Background: an optimization exercise with open tools, aiming at small area, a short achievable clock period and few clock cycles. Do not read the settings as production practice.
In this exercise RTL edits were held to simulation tests only and were not proved equivalent to the original.
Power figures rest on the tool's default switching activity, not on a simulated workload.

--- design/flow/flow/run.sh ---
#!/bin/bash
set -euo pipefail
export BUFFER_PORTS_ARGS="-buffer_cell sky130_fd_sc_hd__buf_1"
export SETUP_SLACK_MARGIN=28
bash standard.sh > make.log 2>&1
--- design/flow/standard.sh ---
#!/bin/bash
# synth_recipe.tcl (not shown) runs the flow's synth.tcl, then flattens the netlist and writes it again
# the make line also repeats each setting of config.mk as NAME=value (left out here)
make -C /OpenROAD-flow-scripts/flow DESIGN_CONFIG=/design/flow/config.mk WORK_HOME=/design/flow/orfs CLKGATE_MAP_FILE= SYNTH_SCRIPT=/design/flow/synth_recipe.tcl "${@:-finish}"
--- design/flow/config.mk ---
export PLATFORM = sky130hd
export DESIGN_NAME = fondant_dec
export DESIGN_NICKNAME = fondant_dec
export VERILOG_FILES = /design/flow/design.v
export SDC_FILE = /design/flow/constraint.sdc
export NUM_CORES = 4
export LEC_CHECK = 0
export ABC_AREA = 1
export CAP_MARGIN = 20
export CORE_MARGIN = 2
export CORE_UTILIZATION = 65
export CTS_BUF_LIST = sky130_fd_sc_hd__clkbuf_16
export CTS_CLUSTER_DIAMETER = 90
export CTS_CLUSTER_SIZE = 28
export PLACE_DENSITY = 0.75
export SLEW_MARGIN = 20
--- design/flow/constraint.sdc ---
create_clock -name core_clock -period 36.0 [get_ports {clk}]
set_input_delay 7.2000 -clock core_clock [delete_from_list [all_inputs] [get_ports {clk}]]
set_output_delay 7.2000 -clock core_clock [all_outputs]
set_load 0.01 [all_outputs]
--- design/flow/design.v ---
module fondant_dec (
    input  wire        clk,
    input  wire        rst,
    input  wire        start,
    output wire        start_ready,
    input  wire [4:0]  s_depth,        
    input  wire [4:0]  s_k,            
    input  wire [3:0]  s_rows_m1,
    input  wire [5:0]  s_cols_m1,
    input  wire [15:0] s_len,          
    input  wire        in_valid,
    output wire        in_ready,
    input  wire [31:0] in_data,
    output reg         pix_valid,
    output reg  [15:0] pix_y,
    output reg         done
);
    localparam [1:0] S_IDLE  = 2'd0,
                     S_DIV   = 2'd1,
                     S_RUN   = 2'd2,
                     S_DRAIN = 2'd3;
    reg [1:0] state;
    reg       start_ready_r;
    reg       in_ready_r;        
    reg       rdy;               
    assign start_ready = start_ready_r;
    assign in_ready    = in_ready_r;
    wire take_start = start & (state == S_IDLE);
    reg [4:0]  b_r;
    reg [4:0]  k_r;
    reg [3:0]  rows_m1_r;
    reg [5:0]  cols_m1_r;
    reg [10:0] wrem;              
    wire [5:0] w6 = {k_r, 1'b1};
    wire [2:0] kbl = k_r[4] ? 3'd5 : k_r[3] ? 3'd4 : k_r[2] ? 3'd3 :
                     k_r[1] ? 3'd2 : k_r[0] ? 3'd1 : 3'd0;
    wire [4:0] bb_c = b_r - {2'b00, kbl};
    reg [4:0]  bb;                
    wire [5:0] flen_esc = {1'b0, bb} + 6'd16;      
    reg [15:0] rcap;              
    integer    ci;
    always @* begin
        for (ci = 0; ci < 16; ci = ci + 1)
            rcap[ci] = (ci + 1 >= bb);
    end
    reg [5:0]  dr;                
    reg [15:0] q;                 
    reg [3:0]  dcnt;
    wire       d_bit1 = ~((dcnt == 4'd0) & b_r[0]);
    wire [6:0] d_t1   = {dr, d_bit1};
    wire       d_q1   = (d_t1 >= {1'b0, w6});
    wire [5:0] d_r1   = d_q1 ? (d_t1[5:0] - w6) : d_t1[5:0];
    wire [6:0] d_t2   = {d_r1, 1'b1};
    wire       d_q2   = (d_t2 >= {1'b0, w6});
    wire [5:0] d_r2   = d_q2 ? (d_t2[5:0] - w6) : d_t2[5:0];
    wire [3:0] d_n    = b_r[4:1] + {3'd0, b_r[0]};      
    wire       d_last = (dcnt + 4'd1 == d_n);
    wire [16:0] a0_sum = {1'b0, q} + 17'd33;
    wire [20:0] a0     = (a0_sum[16:6] < 11'd2) ? 21'd2 : {10'd0, a0_sum[16:6]};
    reg [31:0] q0, q1, q2, q3;
    reg        v0, v1, v2, v3;
    reg [31:0] win;               
    reg        wv;
    reg [4:0]  pos;               
    reg [20:0] acc;               
    reg [4:0]  ncnt;              
    reg        first;
    reg [3:0]  pi;                
    reg [5:0]  pj;                
    reg        pv;
    reg [15:0] pm;
    reg        pfirst, prow0, pcol0, plast;
    reg [5:0]  pcol;
    reg [15:0] rc;
    reg [3:0]  rpar;
    reg [21:0] a_hz;              
    reg [20:0] a_lz;              
    reg [4:0]  a_mid;
    integer    si;
    always @* begin
        a_hz[21] = 1'b1;
        for (si = 20; si >= 0; si = si - 1)
            a_hz[si] = a_hz[si + 1] & ~acc[si];
        a_lz[0] = 1'b1;
        for (si = 1; si < 21; si = si + 1)
            a_lz[si] = a_lz[si - 1] & ~acc[si - 1];
        for (si = 0; si < 16; si = si + 1) begin
            a_mid  = acc[si +: 5];
            rc[si] = (a_hz[si + 5] & ((a_mid < ncnt) | ((a_mid == ncnt) & a_lz[si]))) | rcap[si];
        end
    end
    wire [14:0] rmask = ~rc[14:0];
    wire [14:0] rt    = rmask;
    always @* begin
        rpar[3] = rt[7];
        rpar[2] = (rt[3] & ~rt[7]) | rt[11];
        rpar[1] = (rt[1] & ~rt[3]) | (rt[5] & ~rt[7]) | (rt[9] & ~rt[11]) | rt[13];
        rpar[0] = (rt[0] & ~rt[1]) | (rt[2] & ~rt[3]) | (rt[4] & ~rt[5]) | (rt[6] & ~rt[7]) |
                  (rt[8] & ~rt[9]) | (rt[10] & ~rt[11]) | (rt[12] & ~rt[13]) | rt[14];
    end
    reg [4:0] u;
    integer   ui;
    always @* begin
        u = 5'd16;
        for (ui = 15; ui >= 0; ui = ui - 1)
            if (!win[31 - ui]) u = ui[4:0];
    end
    wire esc = u[4];
    wire        fb     = first | esc;
    wire [4:0]  sh_reg = {1'b0, ~u[3:0]} + (5'd16 - {1'b0, rpar});
    wire [4:0]  sh     = first ? (5'd0 - bb) : esc ? (5'd16 - bb) : sh_reg;
    wire [31:0] fw4    = sh[4] ? {16'd0, win[31:16]} : win;
    wire [22:0] fw3    = sh[3] ? fw4[30:8] : fw4[22:0];
    wire [18:0] fw2    = sh[2] ? fw3[22:4] : fw3[18:0];
    wire [16:0] fw1    = sh[1] ? fw2[18:2] : fw2[16:0];
    wire [15:0] fw0    = sh[0] ? fw1[16:1] : fw1[15:0];
    reg  [15:0] bmask;            
    integer     bi;
    always @* begin
        for (bi = 0; bi < 16; bi = bi + 1)
            bmask[bi] = (bb > bi);
    end
    wire [15:0] low    = fw0 & (fb ? bmask : {1'b0, rmask});
    wire [18:0] u_sh   = {15'd0, u[3:0]} << rpar;
    wire [15:0] mv     = (fb ? 16'd0 : u_sh[15:0]) | low;
    wire [5:0]  flen   = first ? {1'b0, bb} :
                         esc   ? flen_esc :
                                 ({2'b00, rpar} + {1'b0, u} + 6'd1);
    wire [20:0] xsum   = acc + {5'd0, mv};
    wire        halve  = (ncnt == 5'd31);
    wire [20:0] a_nx   = first ? a0 : (halve ? {1'b0, xsum[20:1]} : xsum);
    wire [4:0]  n_nx   = first ? 5'd1 : (halve ? 5'd16 : ncnt + 5'd1);
    reg  [5:0] sc;                
    wire       ctake = pv & (pfirst | (pcol == sc));
    wire       pfree = ~pv | ctake;
    wire       dec   = (state == S_RUN) & wv & pfree;
    wire       p_last = (pi == rows_m1_r) & (pj == cols_m1_r);
    wire [5:0] pn    = {1'b0, pos} + (dec ? flen : 6'd0);
    wire       pop   = pn[5];
    wire [63:0] fs5 = pn[5] ? {q1, q2} : {q0, q1};
    wire [47:0] fs4 = pn[4] ? fs5[47:0] : fs5[63:16];
    wire [39:0] fs3 = pn[3] ? fs4[39:0] : fs4[47:8];
    wire [35:0] fs2 = pn[2] ? fs3[35:0] : fs3[39:4];
    wire [33:0] fs1 = pn[1] ? fs2[33:0] : fs2[35:2];
    wire [31:0] win_nx = pn[0] ? fs1[32:1] : fs1[33:2];
    wire wr_hi0 = (wrem[10:2] == 9'd0);
    wire wr_is0 = wr_hi0 & (wrem[1:0] == 2'd0);
    wire wr_is1 = wr_hi0 & (wrem[1:0] == 2'd1);
    wire wr_is2 = wr_hi0 & (wrem[1:0] == 2'd2);
    wire allin  = wr_is0;
    wire ok0 = v0 | (allin & ~(v0 | v1 | v2 | v3));
    wire ok1 = v1 | (allin & ~(v1 | v2 | v3));
    wire ok2 = v2 | (allin & ~(v2 | v3));
    wire need0 = ~pn[5];
    wire need2 = pn[5] & (pn[4:0] != 5'd0);
    wire need1 = (pn != 6'd0);
    wire wv_nx = (~need0 | ok0) & (~need1 | ok1) & (~need2 | ok2);
    wire mv0 = ~v0 | pop;
    wire mv1 = ~v1 | mv0;
    wire mv2 = ~v2 | mv1;
    wire mv3 = ~v3 | mv2;
    wire acc_w = in_valid & rdy;
    reg  acc_d;
    wire v0n = mv0 ? v1 : v0;
    wire v1n = mv1 ? v2 : v1;
    wire v2n = mv2 ? v3 : v2;
    wire v3n = rdy ? in_valid : (mv3 ? 1'b0 : v3);
    wire        wl_more  = ~((rdy & acc_d) ? wr_is2 :
                             (rdy | acc_d) ? wr_is1 : wr_is0);
    wire [2:0]  vsum     = {2'b00, v0} + {2'b00, v1} + {2'b00, v2} + {2'b00, v3} + {2'b00, rdy};
    wire        q_full   = vsum[2] & ~pop;
    wire        wl_more_o = ~((in_ready_r & acc_d) ? wr_is2 :
                              (in_ready_r | acc_d) ? wr_is1 : wr_is0);
    wire [2:0]  vsum_o    = {2'b00, v0} + {2'b00, v1} + {2'b00, v2} + {2'b00, v3} + {2'b00, in_ready_r};
    wire        q_full_o  = vsum_o[2] & ~pop;
    reg [15:0] ring [0:63];
    reg [15:0] cr;                
    reg [15:0] dreg;              
    wire [15:0] lc = cr;
    wire [15:0] uc = ring[63];
    wire [15:0] dc = dreg;
    wire        lt_du  = (dc < uc);
    wire        lt_lu  = (lc < uc);
    wire        lt_ld  = (lc < dc);
    wire        p_min  = lt_ld & ~lt_du;       
    wire        p_max  = ~lt_ld & lt_du;       
    wire [15:0] grad16 = lc + uc - dc;         
    wire [17:0] grad   = {2'b00, grad16};
    reg  [17:0] pred;
    always @* begin
        if (prow0)
            pred = {2'b00, lc};
        else if (pcol0)
            pred = {2'b00, uc};
        else if (p_min)
            pred = lt_lu ? {2'b00, lc} : {2'b00, uc};
        else if (p_max)
            pred = lt_lu ? {2'b00, uc} : {2'b00, lc};
        else
            pred = grad;
    end
    wire [17:0] e18  = {18{pm[0]}} ^ {3'b000, pm[15:1]};
    wire [17:0] ec   = e18 + (pm[0] ? {2'b00, q} : {2'b11, ~q}) + {17'd0, pm[0]};
    wire [17:0] s1   = pred + e18;
    wire [17:0] s2   = pred + ec;
    wire        use2 = pm[0] ? s1[17] : ~s2[17];
    wire [15:0] code = pfirst ? pm : (use2 ? s2[15:0] : s1[15:0]);
    reg yv, ylast;
    wire [15:0] yraw  = cr * {10'd0, w6} + {11'd0, k_r};
    wire        yover = (cr == q) & ({1'b0, k_r} > dr);
    reg  [15:0] maxv;             
    integer     mi;
    always @* begin
        for (mi = 0; mi < 16; mi = mi + 1)
            maxv[mi] = (b_r > mi);
    end
    always @(posedge clk) begin
        if (rst) begin
            state         <= S_IDLE;
            start_ready_r <= 1'b1;
            in_ready_r    <= 1'b0;
            rdy           <= 1'b0;
            v0 <= 1'b0; v1 <= 1'b0; v2 <= 1'b0; v3 <= 1'b0;
            wv            <= 1'b0;
            pv            <= 1'b0;
            yv            <= 1'b0;
            pix_valid     <= 1'b0;
            done          <= 1'b0;
            acc_d         <= 1'b0;
        end else begin
            pix_valid <= yv;
            acc_d     <= acc_w & (state != S_IDLE);
            done      <= yv & ylast;
            yv        <= ctake;
            if (dec)
                pv <= 1'b1;
            else if (ctake)
                pv <= 1'b0;
            case (state)
                S_IDLE: begin
                    v0 <= 1'b0; v1 <= 1'b0; v2 <= 1'b0; v3 <= 1'b0;
                    wv <= 1'b0;
                    if (take_start) begin
                        state         <= S_DIV;
                        start_ready_r <= 1'b0;
                        in_ready_r    <= 1'b1;
                        rdy           <= 1'b1;
                    end
                end
                default: begin
                    v0 <= v0n; v1 <= v1n; v2 <= v2n; v3 <= v3n;
                    wv <= wv_nx;
                    in_ready_r <= ~q_full_o & wl_more_o;
                    rdy        <= ~q_full & wl_more;
                    if (state == S_DIV && d_last)
                        state <= S_RUN;
                    if (dec && p_last)
                        state <= S_DRAIN;
                    if (state == S_DRAIN && (!pv || ctake)) begin
                        state         <= S_IDLE;
                        start_ready_r <= 1'b1;
                    end
                end
            endcase
        end
    end
    always @(posedge clk) begin
        if (state == S_IDLE) begin
            b_r       <= s_depth;
            k_r       <= s_k;
            rows_m1_r <= s_rows_m1;
            cols_m1_r <= s_cols_m1;
            wrem      <= s_len[10:0];
        end else if (acc_d) begin
            wrem      <= wrem - 11'd1;
        end
        if (state == S_IDLE) begin
            dr   <= 6'd0;
            q    <= 16'd0;
            dcnt <= 4'd0;
        end else if (state == S_DIV) begin
            if (dcnt == 4'd0) begin
                bb       <= bb_c;
            end
            dr   <= d_r2;
            q    <= {q[13:0], d_q1, d_q2};
            dcnt <= dcnt + 4'd1;
        end
        if (mv0) q0 <= q1;
        if (mv1) q1 <= q2;
        if (mv2) q2 <= q3;
        if (mv3) q3 <= in_data;
        win <= win_nx;
        pos <= (state == S_IDLE) ? 5'd0 : pn[4:0];
        if (state == S_IDLE) begin
            first <= 1'b1;
            pi    <= 4'd0;
            pj    <= 6'd0;
        end else if (dec) begin
            first <= 1'b0;
            acc   <= a_nx;
            ncnt  <= n_nx;
            if (pj == cols_m1_r) begin
                pj <= 6'd0;
                pi <= pi + 4'd1;
            end else begin
                pj <= pj + 6'd1;
            end
        end
        if (dec) begin
            pm     <= mv;
            pfirst <= first;
            prow0  <= (pi == 4'd0);
            pcol0  <= (pj == 6'd0);
            plast  <= p_last;
            pcol   <= pj;
        end
        begin : ring_shift
            integer ri;
            for (ri = 63; ri > 0; ri = ri - 1)
                ring[ri] <= ring[ri - 1];
            ring[0] <= ctake ? code : ring[63];
        end
        sc <= (ctake & pfirst) ? 6'd1 : sc + 6'd1;
        if (ctake) begin
            cr    <= code;
            dreg  <= uc;
            ylast <= plast;
        end
        pix_y <= yover ? maxv : yraw[15:0];
    end
endmodule
==> flow_summary_export.csv, run 1 <==
group,metric,value,unit
outcome,status,"finished clean",
route,final_antenna_net_count,0,
place,dp_slack,27.81,ns
route,viasPerCell,5.484,
worst_setup_path,worstPathCellList,"buf_6",
worst_setup_path,max_stage_delay,0.36,ns
finish,drive_above_1_share,0.04723,
route,wl_per_cell,17.37,µm
worst_setup_path,r2r_end,"acc[18]",
pwr,power.share.sequential,0.460,
route,drc,0,
synthesis,synth_top_area_cell,"dfxtp_1",
finish,nFillCells,5836,
synthesis,synth_area,50970,µm²
die,dieArea,80670,µm²
finish,layout.nets,5487,
place,place_area,52170,µm²
cts,clkSinkCount,1384,
worst_setup_path,slowest_stage,"dfxtp_2",
finish,post-route-cell-area,54320,µm²
synthesis,synth-main-ff-cell,"dfxtp_1",
cts,cts_hold_buf,0,
synthesis,synthDistinctLibCells,71,
place,gp_congestion,0.9573,
worst_setup_path,reg2reg_from,"ncnt[4]",
worst_setup_path,endpoint_kind,"output pin",
timing,slew_headroom,0.2646,
worst_setup_path,critPathLaunchType,"register",
worst_hold_path,hold_path_end,"ring[49][4]",
synthesis,netlist_top_cells_area,"dfxtp_1 45%, edfxtp_1 15%, ha_1 6.8%",
die,die_h,284.0,µm
cts,cts_buffers,60,
synthesis,synth_nets,5434,
die,rows,102,
cts,clk_pin_slew,0.11,ns
route,vias,33570,
grt,overflow,0,
pwr,p_per_area,67.75,nW/µm²
pwr,combPwrFrac,0.325,
synthesis,netlist.area_leader.share,0.4458,
pwr,p_int,2394,µW
grt,grt_max_degree,79,
die,die_w,284.0,µm
finish,final_common_cell,"dfxtp_1",
worst_setup_path,critical_path_buf_inv_count,1,
finish,final_util,0.7001,
timing,fin_skew,0.03259,ns
worst_setup_path,worst-r2r-setup-slack,28.38,ns
grt,grtUsageTotal,0.2592,
pwr,swShare,0.3495,
synthesis,synth_area_per_cell,10.20,µm²
die,coreArea,77590,µm²
grt,grt_antenna_before_repair,1,
grt,grt_pass1_wl,168.0,mm
synthesis,synth_enable_flop_cells,249,
pwr,vdd_drop_max,0.00006211,V
die,initial_core_util,0.6568,
worst_hold_path,hold_depth,0,
grt,grt_pass1_vias,31890,
die,ios,92,
timing,min_period,8.349,ns
timing,finalSetupViolations,0,
timing,slew_violations,0,
worst_setup_path,critPathMaxFanout,2,
synthesis,ys_async_sr_fraction,0,
timing,rsz0062_at_grt,"yes",
timing,worst_pin_slew,1.103,ns
pwr,p_switching,1287,µW
timing,hold_viol,0,
route,first_pass_iters,6,
synthesis,ys_seq_area_frac,0.5925,
cts,clock_latency,0.69,ns
cts,htreeDepth,2,
synthesis,synth-seq-cells,1384,
route,routed_wl,106.3,mm
worst_setup_path,cp.arrival,1.15,ns
timing,fmax,119.8,MHz
worst_setup_path,worstRegToRegCells,47,
finish,diodes,0,
pwr,clock_power_share,0.215,
synthesis,yosysWarnings,2,
worst_hold_path,hold_class,"reg2reg",
cts,root_buffer,"clkbuf_16",
place,dp_hpwl,73.57,mm
worst_hold_path,hold_start,"ring[48][4]",
worst_setup_path,startpoint,"in_ready_r",
finish,layout_common_cells,"1,127 x dfxtp_1, 791 x nand2_1, 578 x inv_1",
cts,clockBufferDepth,3,
worst_setup_path,critPathTopFamily,"flip-flops",
worst_setup_path,required,28.80,ns
timing,worst_slack,27.65,ns
route,drt_iter0_markers,2780,
place,port-buffer-count,86,
pwr,leakage,0.02389,µW
synthesis,syn_inst,4999,
cts,cts_tree,"built",
flow_run,drv_cap,0,
timing,fin_setup_tns,0,ns
finish,syn_to_final_growth,6.586,%
worst_setup_path,crit_type,"reg2out",
timing,period_share,0.2319,
==> logic make-up (layout without fill, tap and decap cells) <==
kind of cell,Yosys count,after routing,share of synthesized area
compound gates,640,640,0.07082
xor+xnor,151,151,0.02610
fa+ha+maj,363,363,0.1018
buf+inv,734,814,0.05654
flops,1384,1384,0.5925
simple gates,1727,1729,0.1523
==> layout make-up <==
cell class,instances,area (µm²),area share
sequential,1384,30210,0.5561
clock inverter,31,325.3,0.005988
inverter,592,2247,0.04137
timing repair buffer,131,755.7,0.01391
multi-input combinational,2883,17980,0.3311
clock buffer,60,1501,0.02764
tap,1040,1301,0.02395
==> worst max-delay path by stage <==
stage	to	slack, ns	depth (start not counted)
3_3_place_gp	wv	27.84	5
3_5_place_dp	q2[10]	27.81	37
6_report	in_ready	27.65	1
5_1_grt	in_ready	27.62	1
2_1_floorplan	wv	28.08	4
4_1_cts	in_ready	27.63	1
==> power by group through the flow <==
stage          sequential [µW]  combinational, µW  clock, µW
2_1_floorplan             1710                906          0
3_3_place_gp              1730               1150          0
3_5_place_dp              1730               1170          0
4_1_cts                   1690               1190        809
5_1_grt                   1700               1350        862
6_report                  1690               1200        790
==> metrics by stage <==
step / cells / power (µW) / hold slack [ns]
6_report: 6121 / 3681 / 0.3180
5_1_grt: 6121 / 3912 / 0.3082
4_1_cts: 6102 / 3687 / 0.3222
3_5_place_dp: 6007 / 2895 / 0.3121
3_3_place_gp: 6006 / 2880 / 0.3097
2_1_floorplan: 4999 / 2611 / 0.3096
==> state kept, by name, indices dropped and copies added, names as in the netlist, 6 cells and up <==
register / flops
acc: 21
cols_m1_r: 6
cr: 16
dr: 6
dreg: 16
pcol: 6
pix_y: 16
pj: 6
pm: 16
q: 16
q0: 32
q1: 32
q2: 32
q3: 32
ring: 1024
sc: 6
win: 32
wrem: 11
==> cells in the mapped netlist, types with 8 or more instances <==
library cell	number
a21oi_1	236
nand3_1	567
o221ai_1	13
buf_6	9
edfxtp_1	249
a31oi_1	18
nand2_1	793
o21ai_1	35
xnor2_1	58
nor3_1	34
nand3b_1	15
o31ai_1	9
fa_1	86
or2_2	9
inv_1	569
o211ai_1	18
a211oi_1	12
nor2_2	9
ha_1	277
inv_2	17
o21a_1	8
a22oi_1	20
clkbuf_1	82
nor2_1	200
nand4_1	31
nor4_1	14
o22ai_1	26
buf_1	16
xor2_1	92
dfxtp_1	1135
o21ai_0	205
buf_2	30
nand2_2	8
==> timing repair <==
| item | in CTS | in global routing |
|---|---|---|
| buffers inserted | 4 | 17 |
| gates cloned | 0 | 2 |
| resized for setup | 35 | 19 |
| pin swaps | 0 | 1 |
| endpoints found under the setup margin | 121 | 129 |
==> routing by layer <==
layer  track usage  vias to the layer above  routed length, µm
met2        0.4260                     1054              49460
met4       0.07211                        0               2828
met3       0.03159                      167               6919
li1              -                    16560                  -
met5             0                        -                  0
met1        0.3646                    15790              47120
Testbench counts, summed over its fixed seeds: cycles 330,320.
==> inputs of run 2 (changes only) <==
--- a/design/flow/design.v
+++ b/design/flow/design.v
@@ -174,8 +174,8 @@
     wire [2:0]  vsum_o    = {2'b00, v0} + {2'b00, v1} + {2'b00, v2} + {2'b00, v3} + {2'b00, in_ready_r};
     wire        q_full_o  = vsum_o[2] & ~pop;
     reg [15:0] ring [0:63];
-    reg [15:0] cr;                
     reg [15:0] dreg;              
+    wire [15:0] cr = ring[0];     
     wire [15:0] lc = cr;
     wire [15:0] uc = ring[63];
     wire [15:0] dc = dreg;
@@ -323,7 +323,6 @@
         end
         sc <= (ctake & pfirst) ? 6'd1 : sc + 6'd1;
         if (ctake) begin
-            cr    <= code;
             dreg  <= uc;
             ylast <= plast;
         end
==> run 2 against run 1 <==
  * Still clean
  * Setup slack worse by 0.0029 ns
  * Utilization shrank 0.34 points
  * Cell area fell by 1.1%
  * Die area is 1.3% lower
  * Fmax barely moved
  * Critical endpoint is now start_ready
==> flow_summary_export.csv, run 2 <==
group,metric,value,unit
outcome,status,"finished clean",
finish,largest-register,"ring",
timing,rsz0062_at_grt,"yes",
worst_setup_path,required,28.80,ns
pwr,leakage,0.02369,µW
cts,clk_pin_slew,0.10,ns
worst_hold_path,hold_class,"reg2reg",
grt,grt_pass1_vias,30910,
route,routed-wl-met3,5.307,mm
worst_setup_path,worstPathCellList,"buf_6",
die,dieArea,79620,µm²
route,vias,32880,
pwr,clock_power_share,0.234,
route,drt_iter0_markers,2571,
worst_setup_path,worstRegToRegCells,38,
worst_setup_path,reg2reg_from,"ncnt[2]",
cts,clkSinkCount,1368,
route,wl_per_cell,16.65,µm
worst_setup_path,critPathTopFamily,"flip-flops",
pwr,vdd_drop_max,0.00004585,V
synthesis,netlist.area_leader.share,0.4518,
worst_setup_path,crit_type,"reg2out",
worst_setup_path,critPathMaxFanout,2,
synthesis,netlist_top_cells_area,"dfxtp_1 45%, edfxtp_1 14%, ha_1 6.9%",
timing,slew_violations,0,
timing,fin_setup_tns,0,ns
timing,whs,0.3162,ns
place,gp_congestion,0.9387,
timing,period_share,0.2320,
worst_setup_path,max_stage_delay,0.37,ns
finish,syn_to_final_growth,6.779,%
worst_hold_path,hold_depth,0,
worst_setup_path,critical_path_buf_inv_count,1,
die,die_w,282.2,µm
pwr,p_per_area,61.05,nW/µm²
synthesis,synth.most_common_cell,"dfxtp_1",
route,drc,0,
finish,drive_above_1_share,0.04951,
worst_setup_path,endpoint_kind,"output pin",
cts,clockBufferDepth,3,
route,routed_wl,100.7,mm
timing,hold_viol,0,
synthesis,synth_enable_flop_cells,233,
cts,clock_latency,0.69,ns
synthesis,synth-seq-cells,1368,
grt,overflow,0,
die,coreArea,77080,µm²
timing,fmax,119.7,MHz
synthesis,synth_top_area_cell,"dfxtp_1",
cts,cts_buffers,58,
worst_hold_path,hold_start,"ring[53][0]",
timing,finalSetupViolations,0,
synthesis,yosysWarnings,2,
timing,worst_pin_slew,1.073,ns
worst_setup_path,critPathLaunchType,"register",
finish,final_common_cell,"dfxtp_1",
synthesis,synth_area_per_cell,10.21,µm²
timing,fin_skew,0.04575,ns
finish,layout.nets,5416,
synthesis,synthDistinctLibCells,70,
pwr,power.total,3279,µW
place,place_area,51540,µm²
synthesis,synth-main-ff-cell,"dfxtp_1",
timing,min_period,8.352,ns
die,rows,102,
route,final_antenna_net_count,0,
cts,cts_tree,"built",
synthesis,synth_area,50300,µm²
synthesis,syn_inst,4927,
pwr,p_int,2216,µW
cts,htreeDepth,2,
timing,slew_headroom,0.2836,
place,port-buffer-count,86,
worst_setup_path,worst-r2r-setup-slack,28.50,ns
worst_setup_path,r2r_end,"acc[18]",
grt,grt_pass1_wl,159.8,mm
route,maxUsedRoutingLayer,"met4",
route,wl_met1,45.95,mm
route,first_pass_iters,6,
synthesis,ys_async_sr_fraction,0,
synthesis,synth_nets,5362,
die,ios,92,
synthesis,ys_seq_area_frac,0.5909,
place,dp_hpwl,70.86,mm
flow_run,drv_cap,0,
worst_setup_path,cp.arrival,1.15,ns
route,wl_met2,46.68,mm
die,initial_core_util,0.6525,
grt,grtUsageTotal,0.2517,
worst_setup_path,slowest_stage,"dfxtp_2",
route,viasPerCell,5.434,
pwr,power.share.sequential,0.508,
finish,layout_common_cells,"1,121 x dfxtp_1, 695 x nand2_1, 580 x nand3_1",
die,die_h,282.2,µm
finish,post-route-cell-area,53710,µm²
grt,grt_max_degree,75,
pwr,p_switching,1062,µW
worst_hold_path,hold_path_end,"ring[54][0]",
cts,root_buffer,"clkbuf_16",
synthesis,synth_commonest_cells,"1,135 x dfxtp_1, 696 x nand2_1, 580 x nand3_1",
grt,grt_antenna_before_repair,1,
finish,largest_reg_flops,1024,
pwr,swShare,0.3241,
pwr,combPwrFrac,0.258,
==> run 2: cell count changes after synthesis, moves of 13 or more <==
cell | before | now
nand2_1 | 793 | 696
nor2_1 | 200 | 239
o211ai_1 | 18 | 35
edfxtp_1 | 249 | 233
nand2_2 | 8 | 21
nand3_1 | 567 | 580
nand3b_1 | 15 | 28
==> run 2: final cells by class <==
cell class                 count  area (µm²)
antenna                        1       2.502
timing repair buffer         135       850.8
tap                         1040        1301
inverter                     580        2198
clock inverter                29       290.3
clock buffer                  59        1476
multi-input combinational   2838       17850
sequential                  1368       29740
fill                        5873       23380
==> run 2: cell families (layout without fill, tap and decap cells) <==
kind of cell / count (synthesis) / in the layout / share of synthesized area
compound gates: 635 / 635 / 0.07239
xor+xnor: 149 / 149 / 0.02610
fa+ha+maj: 363 / 363 / 0.1031
buf+inv: 721 / 803 / 0.05587
flops: 1368 / 1368 / 0.5909
mux: 2 / 2 / 0.0003980
other cells: 0 / 1 / 0
simple gates: 1689 / 1689 / 0.1512
==> run 2: power by group through the flow <==
stage	registers (µW)	clock network, µW	logic (µW)
2_1_floorplan	1680	0	615
3_3_place_gp	1700	0	802
3_5_place_dp	1700	0	811
4_1_cts	1670	789	826
5_1_grt	1670	838	946
6_report	1670	767	845
==> run 2: how the worst max path moves through the flow <==
stage,start,end,slack [ns],cells after the start
finish,start_ready_r,start_ready,27.65,1
global placement,ncnt[2],acc[18],27.47,40
floorplan,rst,v0,28.17,4
CTS,start_ready_r,start_ready,27.61,1
detailed placement,ncnt[2],acc[18],27.48,38
global route,start_ready_r,start_ready,27.61,1
==> run 2: per-stage QoR <==
step / setup slack, ns / utilization / std cells
6_report: 27.65 / 0.6967 / 6050
5_1_grt: 27.61 / 0.6967 / 6049
4_1_cts: 27.61 / 0.6934 / 6028
3_5_place_dp: 27.48 / 0.6686 / 5939
3_3_place_gp: 27.47 / 0.6685 / 5938
2_1_floorplan: 28.17 / - / 4927
==> run 2: repair_timing <==
item,4_1_cts,5_1_grt
gates resized for setup,56,18
cloned,0,0
setup buffers,1,20
endpoints found under the setup margin,92,95
hold buffers,0,0
==> run 2: per-layer routing <==
metal,GRT usage,vias up
li1,-,16360
met1,0.3496,15470
met2,0.4182,898
met3,0.02817,146
met4,0.07462,0
met5,0,-
Testbench counts of run 2, summed over its fixed seeds: cycles 330,320.

## afterwards: timing with drivers on the ports
How much do the figures lean on ideal ports? The routed layouts below were timed once more, with nothing changed but the port constraints.
Step 1 assumes that a clkbuf_16 drives the clock port and a buf_2 every other input.
Step 2 also shifts input and output timing later by t, the mid clock arrival at the registers, as if the neighbouring blocks saw the same clock.
Three values: ideal ports, drivers, drivers and shift; two values: the first two.
| run | t, ns | slack for setup (ns) | hold slack, ns | clock arrival spread, ns | cell pins on the clock port's net |
|---|---|---|---|---|---|
| run 1 | 0.742 | 27.651 / 27.584 / 27.864 | 0.318 / 0.318 / 0.318 | 0.038 / 0.038 | 1 |
| run 2 | 0.734 | 27.648 / 27.579 / 27.672 | 0.316 / 0.316 / 0.316 | 0.045 / 0.046 | 1 |
After both steps setup and hold are still met in every run listed.
